Background: an optimization exercise with open tools, aiming at small area and a short achievable clock period. Do not read the settings as production practice.
In this exercise RTL edits were held to simulation tests only and were not proved equivalent to the original.

Design convout4, start of the top module:
module convout4 (
    input  wire         clk,
    input  wire         rst,           
    input  wire         in_valid,
    input  wire [7:0]   in_fmt,
    input  wire [2:0]   in_round,
    input  wire         in_sat,
    input  wire         in_internal,
    input  wire [127:0] in_x,          
    input  wire         seed_load,
    input  wire [31:0]  seed,
    output reg          out_valid,
    output reg  [127:0] out_y,
    output reg  [3:0]   out_sat,
    output reg  [3:0]   out_nan,
    output reg  [3:0]   out_inf,
    output reg  [31:0]  lfsr_state
);
Settings: LEC_CHECK=0, ABC_AREA=1, CAP_MARGIN=20, CORE_MARGIN=2, CORE_UTILIZATION=55, SETUP_SLACK_MARGIN=1.5, SLEW_MARGIN=20, SYNTH_MEMORY_MAX_BITS=16384; clock period 32.0 ns.
standard.sh (not shown) runs the stock make flow with config.mk's settings and CLKGATE_MAP_FILE= SYNTH_SCRIPT=/design/flow/synth_recipe.tcl, a recipe that flattens the netlist after the stock synthesis.
==> flow/flow/run.sh <==
#!/bin/bash
# The standard layout (standard.sh) with two changes to how it is made:
#  - synthesis is the standard one (synth_recipe.tcl, ORFS synth.tcl) except
#    that ABC maps the logic with flow/abc.script, an area-oriented script
#    (registers, their names and cells are untouched: ABC sees only the
#    combinational logic);
#  - the timing repair aims at a shorter cycle (larger setup margin), repairs
#    only the worst few percent of endpoints, may change a cell's footprint,
#    and the ports are buffered with buf_2 instead of the default delay buffer;
#  - clock tree: sink clusters of up to 24 within 80 um, clkbuf_8/16, no dummy
#    loads.
# The clock, its period and the constraints are the design's. make's full
# output goes to make_finish.log here; ORFS keeps each step's log in orfs/logs.
set -euo pipefail
W=$PWD
export MY_ABC_SCRIPT=$W/flow/abc.script
sed 's#source \$::env(SCRIPTS_DIR)/synth_preamble.tcl#&\nset abc_args [lreplace $abc_args 1 1 $::env(MY_ABC_SCRIPT)]#' \
  "$FLOW_HOME/scripts/synth.tcl" > $W/synth_mod.tcl
grep -q MY_ABC_SCRIPT $W/synth_mod.tcl
sed "s#source \$::env(SCRIPTS_DIR)/synth.tcl#source $W/synth_mod.tcl#" $W/synth_recipe.tcl > $W/synth_recipe_mod.tcl
grep -q synth_mod.tcl $W/synth_recipe_mod.tcl
bash standard.sh SYNTH_SCRIPT=$W/synth_recipe_mod.tcl SETUP_SLACK_MARGIN=${MARGIN:-24.45} TNS_END_PERCENT=5 \
  MATCH_CELL_FOOTPRINT=0 "BUFFER_PORTS_ARGS=-buffer_cell sky130_fd_sc_hd__buf_2" "CTS_ARGS=-sink_clustering_enable -repair_clock_nets -sink_clustering_size 24 -sink_clustering_max_diameter 80 -dont_use_dummy_load -buf_list {sky130_fd_sc_hd__clkbuf_8 sky130_fd_sc_hd__clkbuf_16}" finish > make_finish.log 2>&1
==> flow/flow/abc.script <==
strash
dch
amap
topo
stime -c
buffer -c
upsize -c
dnsize -c
Change:
--- a/flow/flow/run.sh
+++ b/flow/flow/run.sh
@@ -9,5 +9,7 @@
 #    and the ports are buffered with buf_2 instead of the default delay buffer;
 #  - clock tree: sink clusters of up to 24 within 80 um, clkbuf_8/16, no dummy
-#    loads.
+#    loads;
+#  - after CTS, flow/post_cts.tcl gives each output port's buffer and the
+#    register driving it the largest drive of their own cell type.
 # The clock, its period and the constraints are the design's. make's full
 # output goes to make_finish.log here; ORFS keeps each step's log in orfs/logs.
Settings changed: PLACE_DENSITY set to 0.75.
After rerunning: First-iteration DRC count went up by 7.7%. Hold slack is better by 0.0033 ns. Final cell count stays flat. Final area hardly moves. Die area stays the same. Routed wire length went down by 0.75%. Synthesized area stays the same. Clock-buffer cell count went up by 3.
Change:
Settings changed: PLACE_DENSITY 0.75 to not set.
Result: Final area stays flat; via count barely changes; global-route usage increases by 0.58 points; worst setup slack improves by 0.030 ns; final cell count hardly moves; wire length increases by about 0.75%.
Change:
Settings changed: CAP_MARGIN 20 to 10, SLEW_MARGIN 20 to 10.
=> Flip-flop and latch count is unchanged. Cell area is lower by about 0.8%. Via count went up by 0.33%. Sequential share of layout area barely changes. Critical path depth is unchanged.
Change:
--- a/flow/flow/run.sh
+++ b/flow/flow/run.sh
@@ -22,4 +22,4 @@
 sed "s#source \$::env(SCRIPTS_DIR)/synth.tcl#source $W/synth_mod.tcl#" $W/synth_recipe.tcl > $W/synth_recipe_mod.tcl
 grep -q synth_mod.tcl $W/synth_recipe_mod.tcl
-bash standard.sh SYNTH_SCRIPT=$W/synth_recipe_mod.tcl SETUP_SLACK_MARGIN=${MARGIN:-24.45} TNS_END_PERCENT=5 \
+bash standard.sh SYNTH_SCRIPT=$W/synth_recipe_mod.tcl SETUP_SLACK_MARGIN=${MARGIN:-24.6} TNS_END_PERCENT=5 \
   MATCH_CELL_FOOTPRINT=0 "BUFFER_PORTS_ARGS=-buffer_cell sky130_fd_sc_hd__buf_2" "CTS_ARGS=-sink_clustering_enable -repair_clock_nets -sink_clustering_size 24 -sink_clustering_max_diameter 80 -dont_use_dummy_load -buf_list {sky130_fd_sc_hd__clkbuf_8 sky130_fd_sc_hd__clkbuf_16}" finish > make_finish.log 2>&1
Settings changed: CAP_MARGIN 10 to 20, SLEW_MARGIN 10 to 20.
The new run finished clean.
Final area came out higher by about 2%.
Area after synthesis does not change.
Critical path depth does not change.
First-iteration DRC count came out higher by about 2%.
Worst hold slack is better by 0.011 ns.
Die area is unchanged.
Non-clock buffer count came out higher by 78.
Worst setup slack is better by 0.23 ns.
Fmax came out higher by about 3%.

* * *

Another version of the RTL of convout4 (not shown whole).
For scale: roughly 8,100 cells after synthesis, ~350 I/O pins.
==> flow/config.mk <==
export PLATFORM = sky130hd
export DESIGN_NAME = convout4
export DESIGN_NICKNAME = convout4
export VERILOG_FILES = /design/flow/design.v
export SDC_FILE = /design/flow/constraint.sdc
export NUM_CORES = 8
export LEC_CHECK = 0
export ABC_AREA = 1
export CAP_MARGIN = 20
export CORE_MARGIN = 2
export CORE_UTILIZATION = 40
export SETUP_SLACK_MARGIN = 1.5
export SLEW_MARGIN = 20
export SYNTH_MEMORY_MAX_BITS = 16384
==> flow/constraint.sdc <==
create_clock -name core_clock -period 32.0 [get_ports {clk}]
set_input_delay 6.4000 -clock core_clock [delete_from_list [all_inputs] [get_ports {clk}]]
set_output_delay 6.4000 -clock core_clock [all_outputs]
set_load 0.01 [all_outputs]
==> flow/flow/run.sh <==
#!/bin/bash
set -euo pipefail
bash standard.sh SETUP_SLACK_MARGIN=${MARGIN:-25} TNS_END_PERCENT=5 MATCH_CELL_FOOTPRINT=0 \
  "BUFFER_PORTS_ARGS=-buffer_cell sky130_fd_sc_hd__buf_2" "CTS_ARGS=-sink_clustering_enable -repair_clock_nets -sink_clustering_size 20 -sink_clustering_max_diameter 60 -buf_list sky130_fd_sc_hd__clkbuf_16 -root_buf sky130_fd_sc_hd__clkbuf_16" finish > make_finish.log 2>&1
The starting point completed with no timing, DRC or antenna violations.
Then changed:
==> flow/flow/run.sh (replaced) <==
#!/bin/bash
set -euo pipefail
bash standard.sh SETUP_SLACK_MARGIN=${MARGIN:-25} TNS_END_PERCENT=5 MATCH_CELL_FOOTPRINT=0 \
  "BUFFER_PORTS_ARGS=-buffer_cell sky130_fd_sc_hd__buf_2" finish > make_finish.log 2>&1
Settings changed: CORE_UTILIZATION 40 to 70.
Result:
- With this change the flow stopped in 5_1_grt, error GRT-0232
- area after synthesis is unchanged
- synthesized cell count does not change
Then changed:
Settings changed: CORE_UTILIZATION 70 to 40.
Outcome: The changed run finished clean. Area after synthesis is unchanged. Synthesized cell count does not change.
Then changed:
==> flow/flow/run.sh (replaced) <==
#!/bin/bash
# The standard layout (standard.sh) with two changes to how it is made:
#  - synthesis is the standard one (synth_recipe.tcl, ORFS synth.tcl) except
#    that ABC maps the logic with flow/abc.script, an area-oriented script
#    (registers, their names and cells are untouched: ABC sees only the
#    combinational logic);
#  - the timing repair aims at a shorter cycle (larger setup margin), repairs
#    only the worst few percent of endpoints, may change a cell's footprint,
#    and the ports are buffered with buf_2 instead of the default delay buffer.
# The clock, its period and the constraints are the design's. make's full
# output goes to make_finish.log here; ORFS keeps each step's log in orfs/logs.
set -euo pipefail
W=$PWD
export MY_ABC_SCRIPT=$W/flow/abc.script
sed 's#source \$::env(SCRIPTS_DIR)/synth_preamble.tcl#&\nset abc_args [lreplace $abc_args 1 1 $::env(MY_ABC_SCRIPT)]#' \
  "$FLOW_HOME/scripts/synth.tcl" > $W/synth_mod.tcl
grep -q MY_ABC_SCRIPT $W/synth_mod.tcl
sed "s#source \$::env(SCRIPTS_DIR)/synth.tcl#source $W/synth_mod.tcl#" $W/synth_recipe.tcl > $W/synth_recipe_mod.tcl
grep -q synth_mod.tcl $W/synth_recipe_mod.tcl
bash standard.sh SYNTH_SCRIPT=$W/synth_recipe_mod.tcl SETUP_SLACK_MARGIN=${MARGIN:-25} TNS_END_PERCENT=5 \
  MATCH_CELL_FOOTPRINT=0 "BUFFER_PORTS_ARGS=-buffer_cell sky130_fd_sc_hd__buf_2" finish > make_finish.log 2>&1
==> flow/flow/abc.script (new file) <==
strash
dch
amap
topo
stime -c
buffer -c
upsize -c
dnsize -c
The changed run ran to the end with no violations.
Cell count fell by about 13%.
Core utilization went up by 3.4 points.
Non-clock buffer count goes up by 186.
Maximum frequency falls by about 1.6%.
Routed wire length falls by about 6%.
Area after synthesis came out lower by 8.1%.
Global-route usage drops by 0.28 points.
Register-to-register slack gets worse by 350 ps.
Cell area went down by 0.95%.
Die area fell by 8.0%.

* * *

Setup of build 17:
Another version of the RTL of convout4 (not shown whole).
Size in the first run: ~6,300 cells after synthesis, roughly 500 flip-flops, ~350 I/O pins, ~0.042 mm^2 of cells after synthesis.
clock: 32.0 ns
lec_check: 0
abc_area: 1
cap_margin: 20
core_margin: 2
core_utilization: 55
setup_slack_margin: 1.5
slew_margin: 20
synth_memory_max_bits: 16384
==> flow/flow/run.sh <==
#!/bin/bash
# The standard layout (standard.sh) with two changes to how it is made:
#  - synthesis is the standard one (synth_recipe.tcl, ORFS synth.tcl) except
#    that ABC maps the logic with flow/abc.script, an area-oriented script
#    (registers, their names and cells are untouched: ABC sees only the
#    combinational logic);
#  - the timing repair aims at a shorter cycle (larger setup margin), repairs
#    only the worst few percent of endpoints, may change a cell's footprint,
#    and the ports are buffered with buf_2 instead of the default delay buffer;
#  - clock tree: sink clusters of up to 24 within 80 um, clkbuf_8/16, no dummy
#    loads;
#  - after CTS, flow/post_cts.tcl gives each output port's buffer and the
#    register driving it the largest drive of their own cell type.
# The clock, its period and the constraints are the design's. make's full
# output goes to make_finish.log here; ORFS keeps each step's log in orfs/logs.
set -euo pipefail
W=$PWD
export MY_ABC_SCRIPT=$W/flow/abc.script
sed 's#source \$::env(SCRIPTS_DIR)/synth_preamble.tcl#&\nset abc_args [lreplace $abc_args 1 1 $::env(MY_ABC_SCRIPT)]#' \
  "$FLOW_HOME/scripts/synth.tcl" > $W/synth_mod.tcl
grep -q MY_ABC_SCRIPT $W/synth_mod.tcl
sed "s#source \$::env(SCRIPTS_DIR)/synth.tcl#source $W/synth_mod.tcl#" $W/synth_recipe.tcl > $W/synth_recipe_mod.tcl
grep -q synth_mod.tcl $W/synth_recipe_mod.tcl
bash standard.sh SYNTH_SCRIPT=$W/synth_recipe_mod.tcl SETUP_SLACK_MARGIN=${MARGIN:-24.75} TNS_END_PERCENT=20 \
  MATCH_CELL_FOOTPRINT=0 "BUFFER_PORTS_ARGS=-buffer_cell sky130_fd_sc_hd__buf_2" "CTS_ARGS=-sink_clustering_enable -repair_clock_nets -sink_clustering_size 24 -sink_clustering_max_diameter 80 -dont_use_dummy_load -buf_list {sky130_fd_sc_hd__clkbuf_8 sky130_fd_sc_hd__clkbuf_16}" finish > make_finish.log 2>&1
==> flow/flow/abc.script <==
strash
dch
amap
topo
stime -c
buffer -c
upsize -c
dnsize -c
Build 17 completed; timing, DRC and antenna clean
The inputs of build 75 differ from those of build 17 as listed below.
==> flow/flow/run.sh <==
#!/bin/bash
# The standard layout (standard.sh) with these changes to how it is made:
#  - synthesis is the standard one (synth_recipe.tcl, ORFS synth.tcl) except
#    that ABC maps the logic with flow/abc.script, an area-oriented script
#    (registers, their names and cells are untouched: ABC sees only the
#    combinational logic);
#  - the timing repair aims at a shorter cycle (larger setup margin), repairs
#    only the worst few percent of endpoints, may change a cell's footprint,
#    and the ports are buffered with buf_2 instead of the default delay buffer;
#  - clock tree: sink clusters of up to 32 within 100 um, clkbuf_8/16, no dummy
#    loads.
# The clock, its period and the constraints are the design's. make's full
# output goes to make_finish.log here; ORFS keeps each step's log in orfs/logs.
set -euo pipefail
W=$PWD
export MY_ABC_SCRIPT=$W/flow/abc.script
sed 's#source \$::env(SCRIPTS_DIR)/synth_preamble.tcl#&\nset abc_args [lreplace $abc_args 1 1 $::env(MY_ABC_SCRIPT)]#' \
  "$FLOW_HOME/scripts/synth.tcl" > $W/synth_mod.tcl
grep -q MY_ABC_SCRIPT $W/synth_mod.tcl
sed "s#source \$::env(SCRIPTS_DIR)/synth.tcl#source $W/synth_mod.tcl#" $W/synth_recipe.tcl > $W/synth_recipe_mod.tcl
grep -q synth_mod.tcl $W/synth_recipe_mod.tcl
bash standard.sh SYNTH_SCRIPT=$W/synth_recipe_mod.tcl SETUP_SLACK_MARGIN=${MARGIN:-24.9} TNS_END_PERCENT=5 \
  MATCH_CELL_FOOTPRINT=0 "BUFFER_PORTS_ARGS=-buffer_cell sky130_fd_sc_hd__buf_2" "CTS_ARGS=-sink_clustering_enable -repair_clock_nets -sink_clustering_size 32 -sink_clustering_max_diameter 100 -dont_use_dummy_load -buf_list {sky130_fd_sc_hd__clkbuf_8 sky130_fd_sc_hd__clkbuf_16}" finish > make_finish.log 2>&1
Notes after the runs:
Side by side, time the final worst path needs with I/O delays and setup turned out higher in build 75 than in build 17.
Diff build 17 -> build 75 | area of combinational cells with multiple inputs | down slightly
Comparing build 75 against build 17, there is no change at all in total count of hold-check failures in the final report.
Across build 17 and build 75, none had a timing, DRC or antenna violation.
Relative to build 75, the following input files were edited for build 89:
==> flow/flow/run.sh <==
#!/bin/bash
# The standard layout (standard.sh) with two changes to how it is made:
#  - synthesis is the standard one (synth_recipe.tcl, ORFS synth.tcl) except
#    that ABC maps the logic with flow/abc.script, an area-oriented script
#    (registers, their names and cells are untouched: ABC sees only the
#    combinational logic);
#  - the timing repair aims at a shorter cycle (larger setup margin), repairs
#    only the worst few percent of endpoints, may change a cell's footprint,
#    and the ports are buffered with buf_2 instead of the default delay buffer;
#  - clock tree: sink clusters of up to 24 within 80 um, clkbuf_8/16, no dummy
#    loads;
#  - after CTS, flow/post_cts.tcl gives each output port's buffer and the
#    register driving it the largest drive of their own cell type.
# The clock, its period and the constraints are the design's. make's full
# output goes to make_finish.log here; ORFS keeps each step's log in orfs/logs.
set -euo pipefail
W=$PWD
export MY_ABC_SCRIPT=$W/flow/abc.script
sed 's#source \$::env(SCRIPTS_DIR)/synth_preamble.tcl#&\nset abc_args [lreplace $abc_args 1 1 $::env(MY_ABC_SCRIPT)]#' \
  "$FLOW_HOME/scripts/synth.tcl" > $W/synth_mod.tcl
grep -q MY_ABC_SCRIPT $W/synth_mod.tcl
sed "s#source \$::env(SCRIPTS_DIR)/synth.tcl#source $W/synth_mod.tcl#" $W/synth_recipe.tcl > $W/synth_recipe_mod.tcl
grep -q synth_mod.tcl $W/synth_recipe_mod.tcl
bash standard.sh SYNTH_SCRIPT=$W/synth_recipe_mod.tcl SETUP_SLACK_MARGIN=${MARGIN:-24.9} TNS_END_PERCENT=5 \
  MATCH_CELL_FOOTPRINT=0 "BUFFER_PORTS_ARGS=-buffer_cell sky130_fd_sc_hd__buf_2" "CTS_ARGS=-sink_clustering_enable -repair_clock_nets -sink_clustering_size 16 -sink_clustering_max_diameter 60 -dont_use_dummy_load -buf_list {sky130_fd_sc_hd__clkbuf_8 sky130_fd_sc_hd__clkbuf_16}" finish > make_finish.log 2>&1
Results
Of the two values seen for critical path launch point, lfsr_state[31]$_SDFFE_PP0P_ was produced by build 89 and lfsr_state[14]$_SDFFE_PP0P_ by build 75. Per the comparison of build 89 with build 75, wire length up about 1.3%. Build 89 finished all stages; the layout is clean.
Relative to build 89, the following input files were edited for build 91:
diff --git a/flow/flow/run.sh b/flow/flow/run.sh
--- a/flow/flow/run.sh
+++ b/flow/flow/run.sh
@@ -23,3 +23,3 @@
 grep -q synth_mod.tcl $W/synth_recipe_mod.tcl
 bash standard.sh SYNTH_SCRIPT=$W/synth_recipe_mod.tcl SETUP_SLACK_MARGIN=${MARGIN:-24.9} TNS_END_PERCENT=5 \
-  MATCH_CELL_FOOTPRINT=0 "BUFFER_PORTS_ARGS=-buffer_cell sky130_fd_sc_hd__buf_2" "CTS_ARGS=-sink_clustering_enable -repair_clock_nets -sink_clustering_size 16 -sink_clustering_max_diameter 60 -dont_use_dummy_load -buf_list {sky130_fd_sc_hd__clkbuf_8 sky130_fd_sc_hd__clkbuf_16}" finish > make_finish.log 2>&1
+  MATCH_CELL_FOOTPRINT=0 "BUFFER_PORTS_ARGS=-buffer_cell sky130_fd_sc_hd__buf_2" "CTS_ARGS=-sink_clustering_enable -repair_clock_nets -sink_clustering_size 24 -sink_clustering_max_diameter 80 -dont_use_dummy_load -buf_list {sky130_fd_sc_hd__clkbuf_8 sky130_fd_sc_hd__clkbuf_16}" finish > make_finish.log 2>&1
Findings:
The lower cell area came out of build 91. Comparing build 89 against build 91, there is no change at all in simple-gate area share of the yosys netlist. Compared to build 89, build 91 has clock buffer count 19 lower. Between build 89 and build 91, the first-iteration DRC count is lower for build 91. As far as detail-routed via count per cell is concerned, build 91 and build 89 perform about the same. The final reports for build 91 and build 89 show first-pass iteration count of the detailed router higher in the former. Startpoint of the most critical setup path: out_y[117]$_DFF_P_ -> build 91, lfsr_state[31]$_SDFFE_PP0P_ -> build 89.

re-timing with driven ports:
The flow's constraints put no driver on any port. The routed layouts listed below were extracted and timed again, unchanged, in two steps.
Step 1, drivers: a clkbuf_16 drives clk and a buf_2 each remaining input, both assumed.
Step 2 also shifts input and output timing later by t, the mid clock arrival at the registers, as if the neighbouring blocks saw the same clock.
Slacks: no drivers / after step 1 / after step 2; pairs: no drivers / after step 1.
run	t (ns)	setup slack, ns	worst data-port slew with drivers (ns)
the first run of note 1	0.653	24.349 / 24.272 / 23.904	0.06
the second run of note 1	0.681	24.319 / 24.241 / 23.945	0.04
the third run of note 1	0.653	24.349 / 24.272 / 23.904	0.06
the fourth run of note 1	0.654	24.226 / 24.152 / 23.838	0.04
the fifth run of note 1	0.635	24.460 / 24.386 / 23.981	0.04
the first run of note 2	0.738	24.444 / 24.371 / 23.949	0.05
the third run of note 2	0.748	24.415 / 24.341 / 23.973	0.05
the fourth run of note 2	0.783	24.293 / 24.213 / 24.241	0.06
build 17	0.697	24.455 / 24.379 / 24.038	0.06
build 75	0.662	24.445 / 24.372 / 24.118	0.06
build 89	0.675	24.442 / 24.370 / 24.000	0.06
build 91	0.697	24.422 / 24.347 / 24.090	0.06
After both steps every run listed still meets setup and hold. The setup slack of the first run of note 2, which loses most, moves by -0.073 ns with the drivers and by -0.495 ns with both steps.
